Background: an optimization exercise with open tools, aiming at small area and few clock cycles per item. Do not read the settings as production practice. At most, simulation tests tie the RTL to the original design; equivalence was not proved. Only the layout flow was run in run 2; the RTL was not checked for function there.

==> flow/design.v (outline; a module is shown in full before it is edited, if it fits) <==
// module pix_corr: 4960 lines
// module pc_fa: 4 lines
module pix_corr (
    input  wire        clk,
    input  wire        rst,
    input  wire        in_valid,
    output wire        in_ready,
    input  wire [17:0] in_pix,
    input  wire [2:0]  in_bcode,
    input  wire [17:0] in_offset,
    input  wire [17:0] in_gain,
    input  wire [17:0] in_ratio,
    input  wire [17:0] in_drift,
    input  wire [2:0]  in_wcode,
    output wire        out_valid,
    input  wire        out_ready,
    output wire [17:0] out_data,
    output wire        out_sat_lo,
    output wire        out_sat_hi
);
  // ...
==> flow/flow/run.sh <==
#!/bin/bash
# The standard layout (the standard.sh, unchanged synthesis and steps), with one
# difference: the port buffers that global placement inserts on every input and output
# are sky130_fd_sc_hd__buf_1 instead of the resizer's default pick.
set -euo pipefail
export BUFFER_PORTS_ARGS="-buffer_cell sky130_fd_sc_hd__buf_1"
bash standard.sh > standard.log 2>&1
==> flow/standard.sh <==
#!/bin/bash
# synth_recipe.tcl (not shown) runs the flow's synth.tcl, then flattens the netlist and writes it again
# the make line also repeats each setting of config.mk as NAME=value (left out here)
make -C /OpenROAD-flow-scripts/flow DESIGN_CONFIG=/design/flow/config.mk WORK_HOME=/design/flow/orfs CLKGATE_MAP_FILE= SYNTH_SCRIPT=/design/flow/synth_recipe.tcl "${@:-finish}"
==> flow/config.mk <==
export PLATFORM = sky130hd
export DESIGN_NAME = pix_corr
export DESIGN_NICKNAME = pix_corr
export VERILOG_FILES = /design/flow/design.v
export SDC_FILE = /design/flow/constraint.sdc
export NUM_CORES = 4
export LEC_CHECK = 0
export ABC_AREA = 1
export CAP_MARGIN = 20
export CORE_MARGIN = 2
export CORE_UTILIZATION = 40
export CTS_BUF_LIST = sky130_fd_sc_hd__clkbuf_8
export SLEW_MARGIN = 20
export SYNTH_HIERARCHICAL = 1
export SYNTH_MINIMUM_KEEP_SIZE = 0
==> flow/constraint.sdc <==
create_clock -name core_clock -period 10.0 [get_ports {clk}]
set_input_delay 2.0000 -clock core_clock [delete_from_list [all_inputs] [get_ports {clk}]]
set_output_delay 2.0000 -clock core_clock [all_outputs]
set_load 0.01 [all_outputs]
==> impl_metrics.ini, run 1 <==
[status]
status = complete, no violations

[setup_path]
critPathTopFamily = adder cells
required_ns = 8.00
crit_buf_inv = 8

[sta]
setup_viol_count_final = 0
hold_viol = 0

[yosys]
synth-adder-area-share = 0.419
postSynthAreaPerCell_sq_um = 9.33
synthSimpleGateAreaFrac = 0.111
ys.flop_type = edfxtp_1
async_flop_share = 0

[route]
antenna_left = 0
post-route-drc-count = 0
highest_layer = met4

[global_routing]
gr-usage-met3 = 0.0751
grt_use_met1 = 0.352
use_met2 = 0.444

[clocking]
clock_sinks = 138
clock_latency_ns = 0.53

[min_path]
hp-class = reg -> reg

[final_layout]
num-nonclk-buffers = 279
instances_no_fill = 4610

[placement]
place.gp.congestion = 1.00
Testbench counts, summed over its fixed seeds: cycles 16,016, items 16,000.
==> inputs of run 2 (changes only) <==
--- a/flow/design.v
+++ b/flow/design.v
@@ -3019,26 +3019,28 @@
     pc_fa u330 (.a(p182), .b(p203), .c(c324), .s(s329), .co(c330));
     pc_fa u332 (.a(s327), .b(c326), .c(s329), .s(s331), .co(c332));
     pc_fa u334 (.a(p120), .b(p141), .c(p162), .s(s333), .co(c334));
     pc_fa u336 (.a(p183), .b(p204), .c(c328), .s(s335), .co(c336));
     pc_fa u338 (.a(s333), .b(c330), .c(s335), .s(s337), .co(c338));
     pc_fa u340 (.a(p121), .b(p142), .c(p163), .s(s339), .co(c340));
     pc_fa u342 (.a(p184), .b(p205), .c(p226), .s(s341), .co(c342));
     pc_fa u344 (.a(c334), .b(s339), .c(s341), .s(s343), .co(c344));
-    pc_fa u346 (.a(c336), .b(s343), .c(c338), .s(s345), .co(c346));
+    assign s345 = c336 ^ s343;
+    assign c346 = c336 & s343;
     pc_fa u348 (.a(p122), .b(p143), .c(p164), .s(s347), .co(c348));
     pc_fa u350 (.a(p185), .b(p206), .c(p227), .s(s349), .co(c350));
     pc_fa u352 (.a(c340), .b(c342), .c(s347), .s(s351), .co(c352));
     pc_fa u354 (.a(s349), .b(c344), .c(s351), .s(s353), .co(c354));
     pc_fa u356 (.a(p123), .b(p144), .c(p165), .s(s355), .co(c356));
     pc_fa u358 (.a(p186), .b(p207), .c(p228), .s(s357), .co(c358));
     pc_fa u360 (.a(p249), .b(c348), .c(c350), .s(s359), .co(c360));
     pc_fa u362 (.a(s355), .b(s357), .c(c352), .s(s361), .co(c362));
-    pc_fa u364 (.a(s359), .b(c354), .c(s361), .s(s363), .co(c364));
+    assign s363 = s359 ^ c354;
+    assign c364 = s359 & c354;
     pc_fa u366 (.a(p124), .b(p145), .c(p166), .s(s365), .co(c366));
     pc_fa u368 (.a(p187), .b(p208), .c(p229), .s(s367), .co(c368));
     pc_fa u370 (.a(p250), .b(c356), .c(c358), .s(s369), .co(c370));
     pc_fa u372 (.a(s365), .b(s367), .c(c360), .s(s371), .co(c372));
     pc_fa u374 (.a(s369), .b(c362), .c(s371), .s(s373), .co(c374));
     pc_fa u376 (.a(p125), .b(p146), .c(p167), .s(s375), .co(c376));
     pc_fa u378 (.a(p188), .b(p209), .c(p230), .s(s377), .co(c378));
     pc_fa u380 (.a(p251), .b(p272), .c(c366), .s(s379), .co(c380));
@@ -3135,17 +3137,18 @@
     pc_fa u548 (.a(c538), .b(s545), .c(c540), .s(s547), .co(c548));
     pc_fa u550 (.a(p245), .b(p266), .c(p287), .s(s549), .co(c550));
     pc_fa u552 (.a(p308), .b(c544), .c(s549), .s(s551), .co(c552));
     assign s553 = c546 ^ s551;
     assign c554 = c546 & s551;
     pc_fa u556 (.a(p267), .b(p288), .c(p309), .s(s555), .co(c556));
     pc_fa u558 (.a(c550), .b(s555), .c(c552), .s(s557), .co(c558));
     pc_fa u560 (.a(p268), .b(p289), .c(p310), .s(s559), .co(c560));
-    pc_fa u562 (.a(c556), .b(s559), .c(c558), .s(s561), .co(c562));
+    assign s561 = c556 ^ s559;
+    assign c562 = c556 & s559;
     pc_fa u564 (.a(p290), .b(p311), .c(c560), .s(s563), .co(c564));
     pc_fa u566 (.a(p291), .b(p312), .c(c564), .s(s565), .co(c566));
     assign gg567[0] = p111 ^ 1'b0;
     assign k568 = p111 & 1'b0;
     assign gg567[1] = p112 ^ k568;
     assign k569 = p112 & k568;
     pc_fa u571 (.a(p113), .b(p134), .c(k569), .s(s570), .co(c571));
     assign gg567[2] = s570;
@@ -3158,22 +3161,22 @@
     assign gg567[6] = s321 ^ c576;
     assign k577 = s321 & c576;
     pc_fa u579 (.a(c322), .b(s325), .c(k577), .s(s578), .co(c579));
     assign gg567[7] = s578;
     assign g580 = s331 & 1'b0;
     assign h581 = s331 ^ 1'b0;
     assign g582 = c332 & s337;
     assign h583 = c332 ^ s337;
-    assign g584 = s345 & 1'b0;
-    assign h585 = s345 ^ 1'b0;
+    assign g584 = c338 & s345;
+    assign h585 = c338 ^ s345;
     assign g586 = c346 & s353;
     assign h587 = c346 ^ s353;
-    assign g588 = s363 & 1'b0;
-    assign h589 = s363 ^ 1'b0;
+    assign g588 = s361 & s363;
+    assign h589 = s361 ^ s363;
     assign g590 = c364 & s373;
     assign h591 = c364 ^ s373;
     assign g592 = c374 & s385;
     assign h593 = c374 ^ s385;
     assign g594 = c386 & s397;
     assign h595 = c386 ^ s397;
     assign g596 = s409 & s411;
     assign h597 = s409 ^ s411;
@@ -3200,18 +3203,18 @@
     assign g618 = c534 & s541;
     assign h619 = c534 ^ s541;
     assign g620 = c542 & s547;
     assign h621 = c542 ^ s547;
     assign g622 = c548 & s553;
     assign h623 = c548 ^ s553;
     assign g624 = c554 & s557;
     assign h625 = c554 ^ s557;
-    assign g626 = s561 & 1'b0;
-    assign h627 = s561 ^ 1'b0;
+    assign g626 = c558 & s561;
+    assign h627 = c558 ^ s561;
     assign g628 = c562 & s563;
     assign h629 = c562 ^ s563;
     assign g630 = s565 & 1'b0;
     assign h631 = s565 ^ 1'b0;
     assign g632 = p313 & c566;
     assign h633 = p313 ^ c566;
     assign g634 = p314 & 1'b0;
     assign h635 = p314 ^ 1'b0;
@@ -3390,17 +3393,17 @@
     assign bt753 = (d1[13] & ~d1[12] & ~d1[11]) | (~d1[13] & d1[12] & d1[11]);
     assign bn754 = d1[15];
     assign bo755 = d1[14] ^ d1[13];
     assign bt756 = (d1[15] & ~d1[14] & ~d1[13]) | (~d1[15] & d1[14] & d1[13]);
     assign bn757 = d1[17];
     assign bo758 = d1[16] ^ d1[15];
     assign bt759 = (d1[17] & ~d1[16] & ~d1[15]) | (~d1[17] & d1[16] & d1[15]);
     assign bo760 = d1[18] ^ d1[17];
-    assign bt761 = 1'b0;
+    assign bt761 = ~d1[19] & d1[18] & d1[17];
     assign p762 = ((bo734 & (~g1[0]))) ^ bn733;
     assign p763 = ((bo734 & (~g1[1])) | (bt735 & (~g1[0]))) ^ bn733;
     assign p764 = ((bo734 & (~g1[2])) | (bt735 & (~g1[1]))) ^ bn733;
     assign p765 = ((bo734 & (~g1[3])) | (bt735 & (~g1[2]))) ^ bn733;
     assign p766 = ((bo734 & (~g1[4])) | (bt735 & (~g1[3]))) ^ bn733;
     assign p767 = ((bo734 & (~g1[5])) | (bt735 & (~g1[4]))) ^ bn733;
     assign p768 = ((bo734 & (~g1[6])) | (bt735 & (~g1[5]))) ^ bn733;
     assign p769 = ((bo734 & (~g1[7])) | (bt735 & (~g1[6]))) ^ bn733;
@@ -4691,17 +4694,18 @@
     pc_fa u2350 (.a(s2345), .b(s2347), .c(c2334), .s(s2349), .co(c2350));
     pc_fa u2352 (.a(p2044), .b(p2065), .c(p2086), .s(s2351), .co(c2352));
     pc_fa u2354 (.a(p2107), .b(p2128), .c(p2149), .s(s2353), .co(c2354));
     pc_fa u2356 (.a(p2170), .b(p2191), .c(p2212), .s(s2355), .co(c2356));
     pc_fa u2358 (.a(c2336), .b(c2338), .c(c2340), .s(s2357), .co(c2358));
     pc_fa u2360 (.a(s2351), .b(s2353), .c(s2355), .s(s2359), .co(c2360));
     pc_fa u2362 (.a(c2342), .b(c2344), .c(s2357), .s(s2361), .co(c2362));
     pc_fa u2364 (.a(s2359), .b(c2346), .c(s2361), .s(s2363), .co(c2364));
-    pc_fa u2366 (.a(c2348), .b(s2363), .c(c2350), .s(s2365), .co(c2366));
+    assign s2365 = c2348 ^ s2363;
+    assign c2366 = c2348 & s2363;
     pc_fa u2368 (.a(rw2233), .b(p2045), .c(p2066), .s(s2367), .co(c2368));
     pc_fa u2370 (.a(p2087), .b(p2108), .c(p2129), .s(s2369), .co(c2370));
     pc_fa u2372 (.a(p2150), .b(p2171), .c(p2192), .s(s2371), .co(c2372));
     pc_fa u2374 (.a(p2213), .b(c2352), .c(c2354), .s(s2373), .co(c2374));
     pc_fa u2376 (.a(c2356), .b(s2367), .c(s2369), .s(s2375), .co(c2376));
     pc_fa u2378 (.a(s2371), .b(c2358), .c(c2360), .s(s2377), .co(c2378));
     pc_fa u2380 (.a(s2373), .b(s2375), .c(c2362), .s(s2379), .co(c2380));
     pc_fa u2382 (.a(s2377), .b(c2364), .c(s2379), .s(s2381), .co(c2382));
@@ -4792,18 +4796,18 @@
     assign g2512 = s2305 & 1'b0;
     assign h2513 = s2305 ^ 1'b0;
     assign g2514 = s2319 & 1'b0;
     assign h2515 = s2319 ^ 1'b0;
     assign g2516 = c2320 & s2333;
     assign h2517 = c2320 ^ s2333;
     assign g2518 = s2349 & 1'b0;
     assign h2519 = s2349 ^ 1'b0;
-    assign g2520 = s2365 & 1'b0;
-    assign h2521 = s2365 ^ 1'b0;
+    assign g2520 = c2350 & s2365;
+    assign h2521 = c2350 ^ s2365;
     assign g2522 = c2366 & s2381;
     assign h2523 = c2366 ^ s2381;
     assign g2524 = c2382 & s2395;
     assign h2525 = c2382 ^ s2395;
     assign g2526 = c2396 & s2409;
     assign h2527 = c2396 ^ s2409;
     assign g2528 = c2410 & s2421;
     assign h2529 = c2410 ^ s2421;
==> flow/config.mk (replaced) <==
export PLATFORM = sky130hd
export DESIGN_NAME = pix_corr
export DESIGN_NICKNAME = pix_corr
export VERILOG_FILES = /design/flow/design.v
export SDC_FILE = /design/flow/constraint.sdc
export NUM_CORES = 4
export LEC_CHECK = 0
export ABC_AREA = 1
export CAP_MARGIN = 20
export CORE_MARGIN = 2
export CORE_UTILIZATION = 40
export SLEW_MARGIN = 20
export SYNTH_HIERARCHICAL = 1
export SYNTH_MINIMUM_KEEP_SIZE = 0
==> impl_metrics.ini, run 2 <==
[route]
drt-pass1-iter-count = 6
wire_per_inst_microns = 24.0
drt_iter0_markers = 3632
vias_per_cell = 6.23
antenna_left = 0
post-route-drc-count = 0
vias = 29000
wirelength_microns = 111000

[yosys]
synth_common_cells = 626 x nand2_1, 601 x fa_1, 385 x o22ai_1, 361 x xor2_1, 306 x o221ai_1
synth_edf_count = 137
yosysUniqueCellTypes = 54
postSynthAreaPerCell_sq_um = 9.33
netlist_area_sq_um = 33000
synthTopCellsByArea = fa_1 36%, edfxtp_1 12%, xor2_1 9.6%
ys_warn_count = 7
yosysTopAreaCell = fa_1
ys.flop_type = edfxtp_1
synth_top_cell_area_share = 0.365
yosysSeqAreaShare = 0.126
synth-seq-cells = 139
async_flop_share = 0
synth.most_common_cell = nand2_1
syn-instance-count = 3534

[final_layout]
largest_reg_flops = 36
antenna_cells = 0
fin_nets = 4404
drive_above_1_share = 0.0738
design_area_sq_um = 35800
syn2layout_area_growth_pct = 8.52
most-common-layout-cells = 615 x nand2_1, 601 x fa_1, 385 x o22ai_1
final_common_cell = nand2_1
top_regs = g1 (36), d1 (20), q3r (20)
largest_register = g1

[clocking]
cts-root-buf = clkbuf_16
clockBufferDepth = 2
numCtsBuffers = 17
hold_buffers = 0
clkTransAtPathRegs_ns = 0.08
cts_tree = built
clock_sinks = 139
htreeDepth = 4
clock_latency_ns = 0.49

[setup_path]
cp-endpoint = out_data[6]
worstSetupPathType = reg -> out
critical_path_cell_count = 30
cp_data_arrival_time_ns = 7.52
crit_top_cell = fa_1
rr_worst_depth = 43
timing.rr.start = d1[3]$_DFFE_PP_
r2r-end = hi2$_DFFE_PP_
critPathTopFamily = adder cells
crit_path_start_kind = flop
crit_start = lo2$_DFFE_PP_
cp_slowest_cell = fa_1
required_ns = 8.00
crit_buf_inv = 5
max_stage_delay_ns = 0.51
cp-end-kind = output pin
cp_max_fo = 17
r2r_slack_ns = 1.82

[floorplan]
initial_core_util = 0.403
row_count = 105
die_w_microns = 291
core_area_sq_um = 81800
dieArea_sq_um = 84800
die_height_microns = 291
io_pins = 122

[sta]
fin_crit_sh = 0.952
clock.fmax_mhz = 105
hold-worst-slack_ns = 0.436
slew_violations = 0
setup_viol_count_final = 0
skew_ns = 0.0170
setup_ws_ns = 0.479
hold_viol = 0
worst_slew_pin_slew_ns = 1.06
slew_headroom = 0.292
period_needed_ns = 9.52

[min_path]
hp-class = reg -> reg

[global_routing]
grt_start_max_net_pins = 78
grt_pass1_wl_microns = 174000
grt.total_usage = 0.262
first_global_vias = 29300
antenna_found_initial = 0
grt-ovfl-total = 0

[run]
cap_viol_max_count = 0

[placement]
place.gp.congestion = 0.978
pre_cts_slack_ns = 0.0253
postPlaceCellArea_sq_um = 34700
dpl.hpwl_microns = 80700
port-buffer-count = 121

[status]
status = complete, no violations
[run 2: cell count changes after synthesis, moves of 5 or more]
cell      delta
ha_1         +7
buf_1       -20
nand2_1     +17
o21ai_1      +7
a221oi_1     -6
o22ai_1     +33
clkbuf_1    +26
o21ai_0      -5
nor2_1      -41
[run 2: area by class of cell]
type                       count  area, sq um
multi-input combinational   2802        26800
clock buffer                  18          439
tap                         1070         1340
timing repair inverter         1         5.00
fill                        7984        46100
timing repair buffer         281         1690
inverter                     323         1230
clock inverter                14          178
sequential                   139         4150
[run 2: worst min-delay path by stage]
stage | startpoint | to | slack [ns] | depth (start not counted)
after floorplan | w1[0]$_DFFE_PP_ | w2[0]$_DFFE_PP_ | 0.40 | 0
after global placement | w1[1]$_DFFE_PP_ | w2[1]$_DFFE_PP_ | 0.40 | 0
after detailed placement | w1[2]$_DFFE_PP_ | w2[2]$_DFFE_PP_ | 0.41 | 0
after CTS | w1[1]$_DFFE_PP_ | w2[1]$_DFFE_PP_ | 0.44 | 0
after global routing | w1[1]$_DFFE_PP_ | w2[1]$_DFFE_PP_ | 0.44 | 0
final | w1[1]$_DFFE_PP_ | w2[1]$_DFFE_PP_ | 0.44 | 0
[run 2: logic make-up after synthesis]
logic type / Yosys count / share of synthesized area
other cells: 1 / 0.000114
fa+ha+maj: 739 / 0.417
buf+inv: 596 / 0.0689
compound gates: 836 / 0.181
flops: 139 / 0.126
xor+xnor: 384 / 0.102
simple gates: 839 / 0.105
[run 2: repair_timing]
action,in CTS,in global routing
endpoints found under the setup margin,14,20
buffers inserted,0,35
pin swaps,0,10
resized for setup,2,36
cloned,0,3
[run 2: metal layers]
layer  global-route usage  wire (microns)  vias up
li1                     -               -    12400
met1                0.353           44100    14300
met2                0.416           51400     1963
met3               0.0582           11900      309
met4               0.0888            3940        0
met5                    0               0        -
[run 2: through the flow]
stage                     setup TNS (ns)  utilization  instances
after global placement                 0        0.424       4578
after detailed placement               0        0.424       4578
after floorplan                        0            -       3535
after CTS                              0        0.432       4610
after global routing              -0.264        0.437       4648
final                                  0        0.437       4648
[run 2: per-module statistics from Yosys (local to each module, per instance)]
module / times used / flip-flops and latches
pix_corr: 1 / 139
pc_fa: 568 / 0

[what the ideal ports hide]
In the flow no input, the clock included, has a driving cell. The finished layouts below were timed again as built, in two steps.
Step 1 sets driving cells, clkbuf_16 on the clock port and buf_2 on the other inputs (assumed; they add their load-dependent delay and slew).
Step 2 also shifts input and output timing later by t, the mid clock arrival at the registers, as if the neighbouring blocks saw the same clock.
Slacks: ideal / step 1 / step 2; pairs: ideal / step 1.
run	t (ns)	setup slack, ns	hold slack, ns	worst register clock-pin slew, ns	pins driven straight from the clock port
run 1	0.582	0.408 / 0.355 / 0.160	0.426 / 0.426 / 0.426	0.10 / 0.10	1
run 2	0.554	0.479 / 0.408 / 0.062	0.436 / 0.436 / 0.436	0.08 / 0.08	1
After both steps every run listed still meets setup and hold. The setup slack of run 2, which loses most, moves by -0.071 ns with the drivers and by -0.417 ns with both steps.
